This is an optimization exercise on Yosys and OpenROAD, whose aim is small area, not a production implementation.
No functional check of the RTL was part of this run.
Power figures rest on the tool's default switching activity, not on a simulated workload.

**config.mk**
```make
export PLATFORM = sky130hd
export DESIGN_NAME = lath_rx
export DESIGN_NICKNAME = lath_rx
export VERILOG_FILES = /design/flow/design.v
export SDC_FILE = /design/flow/constraint.sdc
export NUM_CORES = 4
export LEC_CHECK = 0
export CAP_MARGIN = 20
export CORE_MARGIN = 2
export CORE_UTILIZATION = 40
export SLEW_MARGIN = 20
```
**constraint.sdc**
```tcl
create_clock -name core_clock -period 25.0 [get_ports {clk}]
set_input_delay 5.0000 -clock core_clock [delete_from_list [all_inputs] [get_ports {clk}]]
set_output_delay 5.0000 -clock core_clock [all_outputs]
set_load 0.01 [all_outputs]
```
**design.v**
```verilog
module lath_8b10b (
    input  wire [9:0] sym,
    input  wire       rd,        
    output reg  [7:0] data,      
    output reg        is_k,      
    output reg        err,       
    output reg        rd_next    
);
    function automatic [5:0] code6(input [4:0] x);
        case (x)
            5'd0:  code6 = 6'b100111;
            5'd1:  code6 = 6'b011101;
            5'd2:  code6 = 6'b101101;
            5'd3:  code6 = 6'b110001;
            5'd4:  code6 = 6'b110101;
            5'd5:  code6 = 6'b101001;
            5'd6:  code6 = 6'b011001;
            5'd7:  code6 = 6'b111000;
            5'd8:  code6 = 6'b111001;
            5'd9:  code6 = 6'b100101;
            5'd10: code6 = 6'b010101;
            5'd11: code6 = 6'b110100;
            5'd12: code6 = 6'b001101;
            5'd13: code6 = 6'b101100;
            5'd14: code6 = 6'b011100;
            5'd15: code6 = 6'b010111;
            5'd16: code6 = 6'b011011;
            5'd17: code6 = 6'b100011;
            5'd18: code6 = 6'b010011;
            5'd19: code6 = 6'b110010;
            5'd20: code6 = 6'b001011;
            5'd21: code6 = 6'b101010;
            5'd22: code6 = 6'b011010;
            5'd23: code6 = 6'b111010;
            5'd24: code6 = 6'b110011;
            5'd25: code6 = 6'b100110;
            5'd26: code6 = 6'b010110;
            5'd27: code6 = 6'b110110;
            5'd28: code6 = 6'b001110;
            5'd29: code6 = 6'b101110;
            5'd30: code6 = 6'b011110;
            default: code6 = 6'b101011;
        endcase
    endfunction
    function automatic [2:0] ones6(input [5:0] c);
        ones6 = c[0] + c[1] + c[2] + c[3] + c[4] + c[5];
    endfunction
    function automatic [2:0] ones4(input [3:0] c);
        ones4 = c[0] + c[1] + c[2] + c[3];
    endfunction
    function automatic [10:0] encode(input [7:0] d, input k, input rd_in);
        reg [5:0] c6;
        reg [3:0] c4;
        reg       rd6;
        reg       a7;
        reg [4:0] x;
        reg [2:0] y;
        begin
            x = d[4:0];
            y = d[7:5];
            if (k && x == 5'd28)
                c6 = 6'b001111;
            else
                c6 = code6(x);
            if (rd_in && (ones6(c6) != 3'd3 || c6 == 6'b111000))
                c6 = ~c6;
            rd6 = (ones6(c6) == 3'd3) ? rd_in : ~rd_in;
            if (k) begin
                case (y)
                    3'd0: c4 = 4'b1011;
                    3'd1: c4 = 4'b0110;
                    3'd2: c4 = 4'b1010;
                    3'd3: c4 = 4'b1100;
                    3'd4: c4 = 4'b1101;
                    3'd5: c4 = 4'b0101;
                    3'd6: c4 = 4'b1001;
                    default: c4 = 4'b0111;
                endcase
                if (rd6)
                    c4 = ~c4;
            end else begin
                a7 = (!rd6 && (x == 5'd17 || x == 5'd18 || x == 5'd20)) ||
                     ( rd6 && (x == 5'd11 || x == 5'd13 || x == 5'd14));
                case (y)
                    3'd0: c4 = 4'b1011;
                    3'd1: c4 = 4'b1001;
                    3'd2: c4 = 4'b0101;
                    3'd3: c4 = 4'b1100;
                    3'd4: c4 = 4'b1101;
                    3'd5: c4 = 4'b1010;
                    3'd6: c4 = 4'b0110;
                    default: c4 = a7 ? 4'b0111 : 4'b1110;
                endcase
                if (rd6 && (ones4(c4) != 3'd2 || c4 == 4'b1100))
                    c4 = ~c4;
            end
            encode = {((ones4(c4) == 3'd2) ? rd6 : ~rd6), c6, c4};
        end
    endfunction
    function automatic [4:0] dec6(input [5:0] c);
        reg [4:0] r;
        integer i;
        begin
            r = 5'd0;
            for (i = 0; i < 32; i = i + 1) begin
                if (code6(i[4:0]) == c)
                    r = i[4:0];
                else if ((ones6(code6(i[4:0])) != 3'd3 || i == 7) && ~code6(i[4:0]) == c)
                    r = i[4:0];
            end
            dec6 = r;
        end
    endfunction
    function automatic [2:0] dec4(input [3:0] c);
        case (c)
            4'b1011, 4'b0100: dec4 = 3'd0;
            4'b1001:          dec4 = 3'd1;
            4'b0101:          dec4 = 3'd2;
            4'b1100, 4'b0011: dec4 = 3'd3;
            4'b1101, 4'b0010: dec4 = 3'd4;
            4'b1010:          dec4 = 3'd5;
            4'b0110:          dec4 = 3'd6;
            default:          dec4 = 3'd7;
        endcase
    endfunction
    reg [7:0]  cand;
    reg [10:0] enc_d;
    reg [10:0] enc_k281, enc_k285, enc_k277, enc_k297;
    reg [3:0]  ones;
    always @* begin
        cand     = {dec4(sym[3:0]), dec6(sym[9:4])};
        enc_d    = encode(cand, 1'b0, rd);
        enc_k281 = encode(8'h3C, 1'b1, rd);
        enc_k285 = encode(8'hBC, 1'b1, rd);
        enc_k277 = encode(8'hFB, 1'b1, rd);
        enc_k297 = encode(8'hFD, 1'b1, rd);
        ones     = sym[0] + sym[1] + sym[2] + sym[3] + sym[4] +
                   sym[5] + sym[6] + sym[7] + sym[8] + sym[9];
        data    = cand;
        is_k    = 1'b0;
        err     = 1'b0;
        rd_next = enc_d[10];
        if (enc_d[9:0] == sym) begin
            data    = cand;
            rd_next = enc_d[10];
        end else if (enc_k281[9:0] == sym) begin
            data    = 8'h3C;
            is_k    = 1'b1;
            rd_next = enc_k281[10];
        end else if (enc_k285[9:0] == sym) begin
            data    = 8'hBC;
            is_k    = 1'b1;
            rd_next = enc_k285[10];
        end else if (enc_k277[9:0] == sym) begin
            data    = 8'hFB;
            is_k    = 1'b1;
            rd_next = enc_k277[10];
        end else if (enc_k297[9:0] == sym) begin
            data    = 8'hFD;
            is_k    = 1'b1;
            rd_next = enc_k297[10];
        end else begin
            err = 1'b1;
            if (ones > 4'd5)
                rd_next = 1'b1;
            else if (ones < 4'd5)
                rd_next = 1'b0;
            else
                rd_next = rd;
        end
    end
endmodule
module lath_rx (
    input  wire        clk,
    input  wire        rst,           
    input  wire        in_valid,
    input  wire [9:0]  in_sym,        
    output reg         locked,
    output reg         code_err,      
    output reg         fold,          
    output reg         fold_det,      
    output reg         fr_sof,        
    output reg         fr_valid,      
    output reg  [7:0]  fr_data,
    output reg         fr_end,        
    output reg  [1:0]  fr_status,     
    output reg         mk_valid,      
    output reg         mk_err,        
    output reg  [7:0]  mk_id,
    output reg  [23:0] mk_lead,
    output reg         mk_origin
);
    localparam [7:0] K281 = 8'h3C;    
    localparam [7:0] K285 = 8'hBC;    
    localparam [7:0] K277 = 8'hFB;    
    localparam [7:0] K297 = 8'hFD;    
    localparam [7:0] D102 = 8'h4A;    
    localparam [1:0] ST_OK      = 2'd0;
    localparam [1:0] ST_BAD_CRC = 2'd1;
    localparam [1:0] ST_BAD_LEN = 2'd2;
    localparam [1:0] ST_ABORT   = 2'd3;
    localparam [1:0] P_IDLE  = 2'd0;
    localparam [1:0] P_FRAME = 2'd1;
    localparam [1:0] P_MARK  = 2'd2;
    localparam [8:0] MAX_FRAME = 9'd266;    
    function automatic [31:0] crc32c_byte(input [31:0] crc, input [7:0] d);
        reg [31:0] c;
        integer i;
        begin
            c = crc ^ {24'd0, d};
            for (i = 0; i < 8; i = i + 1)
                c = c[0] ? ((c >> 1) ^ 32'h82F63B78) : (c >> 1);
            crc32c_byte = c;
        end
    endfunction
    function automatic [7:0] crc8_byte(input [7:0] crc, input [7:0] d);
        reg [7:0] c;
        integer i;
        begin
            c = crc ^ d;
            for (i = 0; i < 8; i = i + 1)
                c = c[7] ? ((c << 1) ^ 8'h07) : (c << 1);
            crc8_byte = c;
        end
    endfunction
    function automatic [6:0] popcount63(input [62:0] v);
        integer i;
        begin
            popcount63 = 7'd0;
            for (i = 0; i < 63; i = i + 1)
                popcount63 = popcount63 + {6'd0, v[i]};
        end
    endfunction
    reg         rd;             
    reg  [1:0]  comma_cnt;      
    reg  [62:0] err_hist;       
    reg  [8:0]  nocomma;        
    reg         prev_k285;      
    reg  [3:0]  fold_run;       
    reg  [1:0]  pstate;
    reg  [8:0]  cnt;            
    reg  [15:0] len;            
    reg  [31:0] crc;            
    reg  [31:0] rx_crc;         
    reg  [7:0]  crc8;
    reg  [39:0] mk_buf;         
    wire [7:0] d_data;
    wire       d_k;
    wire       d_err;
    wire       d_rd;
    lath_8b10b u_dec (
        .sym     (in_sym),
        .rd      (rd),
        .data    (d_data),
        .is_k    (d_k),
        .err     (d_err),
        .rd_next (d_rd)
    );
    wire is_comma = !d_err && d_k && (d_data == K281 || d_data == K285);
    wire is_sof   = !d_err && d_k && d_data == K277;
    wire is_eof   = !d_err && d_k && d_data == K297;
    wire is_mark  = !d_err && d_k && d_data == K281;
    wire is_dat   = !d_err && !d_k;
    wire lose_err     = d_err && (popcount63(err_hist) >= 7'd3);
    wire lose_nocomma = !is_comma && (nocomma == 9'd511);
    wire lose         = locked && (lose_err || lose_nocomma);
    wire parse        = locked && !lose;
    reg [1:0] pstate_n;
    reg [8:0] idx;
    always @(posedge clk) begin
        if (rst) begin
            rd        <= 1'b0;
            locked    <= 1'b0;
            comma_cnt <= 2'd0;
            err_hist  <= 63'd0;
            nocomma   <= 9'd0;
            prev_k285 <= 1'b0;
            fold_run  <= 4'd0;
            pstate    <= P_IDLE;
            cnt       <= 9'd0;
            len       <= 16'd0;
            crc       <= 32'hFFFFFFFF;
            rx_crc    <= 32'd0;
            crc8      <= 8'd0;
            mk_buf    <= 40'd0;
            code_err  <= 1'b0;
            fold      <= 1'b0;
            fold_det  <= 1'b0;
            fr_sof    <= 1'b0;
            fr_valid  <= 1'b0;
            fr_data   <= 8'd0;
            fr_end    <= 1'b0;
            fr_status <= 2'd0;
            mk_valid  <= 1'b0;
            mk_err    <= 1'b0;
            mk_id     <= 8'd0;
            mk_lead   <= 24'd0;
            mk_origin <= 1'b0;
        end else begin
            code_err <= 1'b0;
            fold     <= 1'b0;
            fold_det <= 1'b0;
            fr_sof   <= 1'b0;
            fr_valid <= 1'b0;
            fr_end   <= 1'b0;
            mk_valid <= 1'b0;
            mk_err   <= 1'b0;
            if (in_valid) begin
                pstate_n  = pstate;
                idx       = cnt;
                rd        <= d_rd;
                code_err  <= d_err;
                prev_k285 <= is_comma && d_data == K285;
                if (!locked) begin
                    if (d_err)
                        comma_cnt <= 2'd0;
                    else if (is_comma) begin
                        if (comma_cnt == 2'd3) begin
                            locked    <= 1'b1;
                            comma_cnt <= 2'd0;
                            err_hist  <= 63'd0;
                            nocomma   <= 9'd0;
                        end else
                            comma_cnt <= comma_cnt + 2'd1;
                    end
                end else if (lose) begin
                    locked    <= 1'b0;
                    comma_cnt <= 2'd0;
                end else begin
                    err_hist <= {err_hist[61:0], d_err};
                    nocomma  <= is_comma ? 9'd0 : nocomma + 9'd1;
                end
                if (!parse) begin
                    fold_run <= 4'd0;
                    if (pstate == P_FRAME && locked) begin
                        fr_end    <= 1'b1;
                        fr_status <= ST_ABORT;
                    end
                    pstate <= P_IDLE;
                end else begin
                    if (pstate == P_FRAME && is_eof) begin
                        fr_end <= 1'b1;
                        if (cnt < 9'd10 || len > 16'd256 || {7'd0, cnt} != len + 16'd10)
                            fr_status <= ST_BAD_LEN;
                        else if ((crc ^ 32'hFFFFFFFF) != rx_crc)
                            fr_status <= ST_BAD_CRC;
                        else
                            fr_status <= ST_OK;
                        pstate_n = P_IDLE;
                    end else if (pstate == P_FRAME && (!is_dat || cnt == MAX_FRAME)) begin
                        fr_end    <= 1'b1;
                        fr_status <= ST_ABORT;
                        pstate_n  = P_IDLE;
                    end else if (pstate == P_MARK && !is_dat) begin
                        pstate_n = P_IDLE;
                    end
                    if (pstate == P_FRAME && pstate_n == P_FRAME) begin
                        fr_valid <= 1'b1;
                        fr_data  <= d_data;
                        cnt      <= cnt + 9'd1;
                        if (idx == 9'd4)
                            len[7:0] <= d_data;
                        if (idx == 9'd5)
                            len[15:8] <= d_data;
                        if (idx < 9'd6 || {7'd0, idx} < len + 16'd6)
                            crc <= crc32c_byte(crc, d_data);
                        else if ({7'd0, idx} < len + 16'd10)
                            rx_crc[8 * (idx - len[8:0] - 9'd6) +: 8] <= d_data;
                    end else if (pstate == P_MARK && pstate_n == P_MARK) begin
                        cnt <= cnt + 9'd1;
                        if (cnt < 9'd5) begin
                            mk_buf <= {mk_buf[31:0], d_data};
                            crc8   <= crc8_byte(crc8, d_data);
                        end else begin
                            pstate_n = P_IDLE;
                            if (crc8 == d_data) begin
                                mk_valid  <= 1'b1;
                                mk_id     <= mk_buf[39:32];
                                mk_lead   <= {mk_buf[15:8], mk_buf[23:16], mk_buf[31:24]};
                                mk_origin <= mk_buf[0];
                            end else
                                mk_err <= 1'b1;
                        end
                    end else if (pstate_n == P_IDLE) begin
                        if (is_sof) begin
                            fr_sof   <= 1'b1;
                            pstate_n = P_FRAME;
                            cnt      <= 9'd0;
                            len      <= 16'd0;
                            crc      <= 32'hFFFFFFFF;
                            rx_crc   <= 32'd0;
                        end else if (is_mark) begin
                            pstate_n = P_MARK;
                            cnt      <= 9'd0;
                            crc8     <= 8'd0;
                        end
                    end
                    if (pstate_n == P_IDLE && is_dat && d_data == D102 && prev_k285 &&
                        pstate == P_IDLE) begin
                        fold     <= 1'b1;
                        fold_det <= (fold_run >= 4'd7);
                        fold_run <= (fold_run >= 4'd8) ? 4'd8 : fold_run + 4'd1;
                    end else if (!(is_comma && d_data == K285))
                        fold_run <= 4'd0;
                    pstate <= pstate_n;
                end
            end
        end
    end
endmodule
```
**run.sh**
```bash
#!/bin/bash
# synth_recipe.tcl (not shown) runs the flow's synth.tcl, then flattens the netlist and writes it again
# the make line also repeats each setting of config.mk as NAME=value (left out here)
make -C /OpenROAD-flow-scripts/flow DESIGN_CONFIG=/design/flow/config.mk WORK_HOME=/design/flow/orfs CLKGATE_MAP_FILE= SYNTH_SCRIPT=/design/flow/synth_recipe.tcl finish
```
==> run summary <==
largest net degree at the start of global routing=93; Die H=220 um; post-layout min period=19.44 ns; Most used DFF post-synth=dfxtp_1; Tcrit/Tclk final=77.8%; clock buffer depth=3; Setup Crit Path Kind=in -> reg; GP Congestion=0.926; Leakage=0.00792 uW; Synth async-reset ratio=0%; CP max-delay cell=or4_1; Initial Utilization=40.3%; Final Hold Viols=0; P&R area growth vs syn=11.3%; status=finished clean; Inserted Clock Buffers=30; WP data arrival=19.88 ns; synth warn=2; max frequency=0.0514 GHz; drt first-iter violations=1327; Clock H-tree levels=1; DR WL/cell=18.3 um; Top Ports=65; Post-CTS Resized=0; max_cap viols=0; grt ovf=0; Post-synth EDFFs=0; Netlist Area Pre-Place=18700 sq um; maximum VDD drop=51.2 uV; Post-DP Area=19600 sq um; FF-to-FF setup slack=14.93 ns; most common cell after layout, fill and taps aside=dfxtp_1; Ant. Diodes=0; fin cells=2879; Synth Net Count=2434; RSZ-0062 raised after global routing=false; Die W=220 um; Final Max Slew Viols=0; flops & latches, synth=271; number of distinct library cells after synthesis=105; Finish-stage setup viols=0; Initial DRT Pass Iterations=5; DRC Markers=0; Hold Path Origin=mk_buf[2]; top cell type's share of synthesized area=29.1%; Hold Buf Count CTS=0; most frequent cells in the layout=dfxtp_1, nand2_1, a21oi_1; first-pass GRT wire length=84000 um; Clock Pin Slew Worst Setup and Hold Paths=0.06 ns; post-route cell area=20800 sq um; Worst-Skew Late Latency=0.59 ns; CP required=25.44 ns; Reg2Reg Capture Point=mk_id[6]; vias in the first global route=15300; Seq/Total Area, Yosys=29.1%; Setup crit start kind=primary input; IO Port Bufs=64; post-synth top area cell=dfxtp_1; synthesized area per cell=8.22 sq um; placed cells=2823; R2R cell count=39; via count=16200; worst min path class=reg -> reg; DP HPWL=37900 um; Crit. End Element=flip-flop; drt total wl=52700 um; CTS sink cnt=271; Worst Max-Slew Pin Slew=1.11 ns; Core Area=46300 sq um; root buffer cell=clkbuf_16; setup TNS=0 ns; Area contributors post-synth=dfxtp_1, fa_1, xnor2_1, a21oi_1, ha_1; Core Rows=79; clock skew=0.0223 ns; crit path max fanout=37; share of layout cells above drive strength 1=5.72%; slowest stage delay, CP=0.81 ns; Power Density=62.0 nW/um^2; post-route ant nets=0; vias per cell=5.63; net count reported at finish=2412; Place WS=5.06 ns; CP endpoint=mk_id[6]; Worst Setup SP=in_sym[6]; CTS tree=done; synthesized instance count=2271; initial antenna violation count=0; Pwr Total=1290 uW; slew margin rel.=25.5%; number of post-CTS setup repair buffers=0; final setup margin=5.56 ns; Die ar.=48400 sq um; GRT Util Overall=21.6%
## metrics by stage
step / utilization [%] / hold WS (ns)
5_1_grt: 44.9 / 0.478
2_1_floorplan: - / 0.431
3_3_place_gp: 42.4 / 0.442
6_report: 44.9 / 0.453
3_5_place_dp: 42.4 / 0.444
4_1_cts: 44.9 / 0.452
## critical path, delay by kind of cell
family                     cells  cell delay, ns
muxes                          1            0.23
xor gates and xnor gates       3            0.75
and+or+nand+nor               15            3.35
AOI/OAI and AO/OA             13            3.29
buffers and inverters         10            2.44
adders and majority gates     12            4.76
## worst min path at each step
| stage | to | slack [ns] | depth (start not counted) |
|---|---|---|---|
| 6_report | mk_buf[2] | 0.45 | 2 |
| 5_1_grt | mk_buf[34] | 0.48 | 2 |
| 4_1_cts | mk_buf[6] | 0.45 | 2 |
| 3_5_place_dp | mk_buf[6] | 0.44 | 2 |
| 3_3_place_gp | nocomma[8] | 0.44 | 2 |
| 2_1_floorplan | mk_buf[32] | 0.43 | 2 |
## logic make-up after synthesis
kind of cell | share of synthesized area (%)
xor+xnor | 9.58
fa+ha+maj | 12.8
buf+inv | 6.28
mux | 3.37
flops | 29.1
compound gates | 17.1
simple gates | 21.8
## synthesized netlist by cell type (6+ instances only)
cell and n:
clkbuf_1 91, nor2_1 174, a211oi_1 19, o22ai_1 7, dfxtp_1 271, a21o_1 11, fa_1 69, nand2b_1 24
a21oi_1 208, xnor2_1 126, buf_2 30, buf_6 6, o22a_1 18, or3_1 18, nand3b_1 8, nor2b_1 12
ha_1 81, xor2_1 40, inv_1 142, o21a_1 7, a32oi_1 8, a311oi_1 6, nor3_1 42, or4_1 10
nand2_1 260, and3_1 19, nor3b_1 11, nand3_1 137, nor4_1 27, and2_1 14, o211ai_1 18, a31oi_1 15
buf_1 9, nand4_1 29, mux2i_1 55, xnor3_1 12, o21ai_0 74
## registers in the layout, indices dropped and copies added, names as in the netlist, 4 cells and up, named ones only
signal / flops
mk_buf: 40
cnt: 9
mk_lead: 24
mk_id: 8
nocomma: 9
len: 16
rx_crc: 32
err_hist: 63
crc8: 8
fr_data: 8
crc: 32
fold_run: 4
## power breakdown
part / internal, uW / total [uW] / switching [uW]
clock network: 299 / 491 / 191
registers: 432 / 433 / 0.218
logic: 146 / 365 / 219
total: 877 / 1290 / 411
## routing by layer
metal	vias up	GRT usage [%]	wire [um]
met1	7823	30.3	24800
met2	449	34.2	23500
met5	-	0	0
met4	0	6.00	1450
met3	90	3.41	2910
li1	7851	-	-
## cell type report
class | count | area (sq um)
clock buffers | 40 | 878
clock inverters | 15 | 244
fillers | 4574 | 25500
inverters | 146 | 548
multi-input cells | 1714 | 12100
flip-flops and latches | 271 | 5430
well taps | 607 | 759
repair buffers | 86 | 805

## what the ideal ports hide
Ports are ideal in the flow. The routed layout listed here was re-timed in OpenROAD.
Step 1, drivers: a clkbuf_16 drives clk and a buf_2 each remaining input, both assumed.
Step 2 adds t to the input delays and takes it off the output delays; t is the mean of the earliest and latest rising clock arrival at the registers after step 1. Input paths then give back, and output paths get back, about the clock's delay inside the block.
a / b / c = ideal ports / drivers / drivers and shift; a / b = the first two.
t (ns): 0.633
setup WS [ns]: 5.560 / 5.585 / 4.952
worst hold slack (ns): 0.453 / 0.453 / 0.453
worst setup path at the end: input to register
slew at the worst register clock pin (ns): 0.07 / 0.07
After both steps setup and hold are still met in this run. For this run, drivers alone change the setup slack by +0.025 ns; drivers and shift together by -0.608 ns.
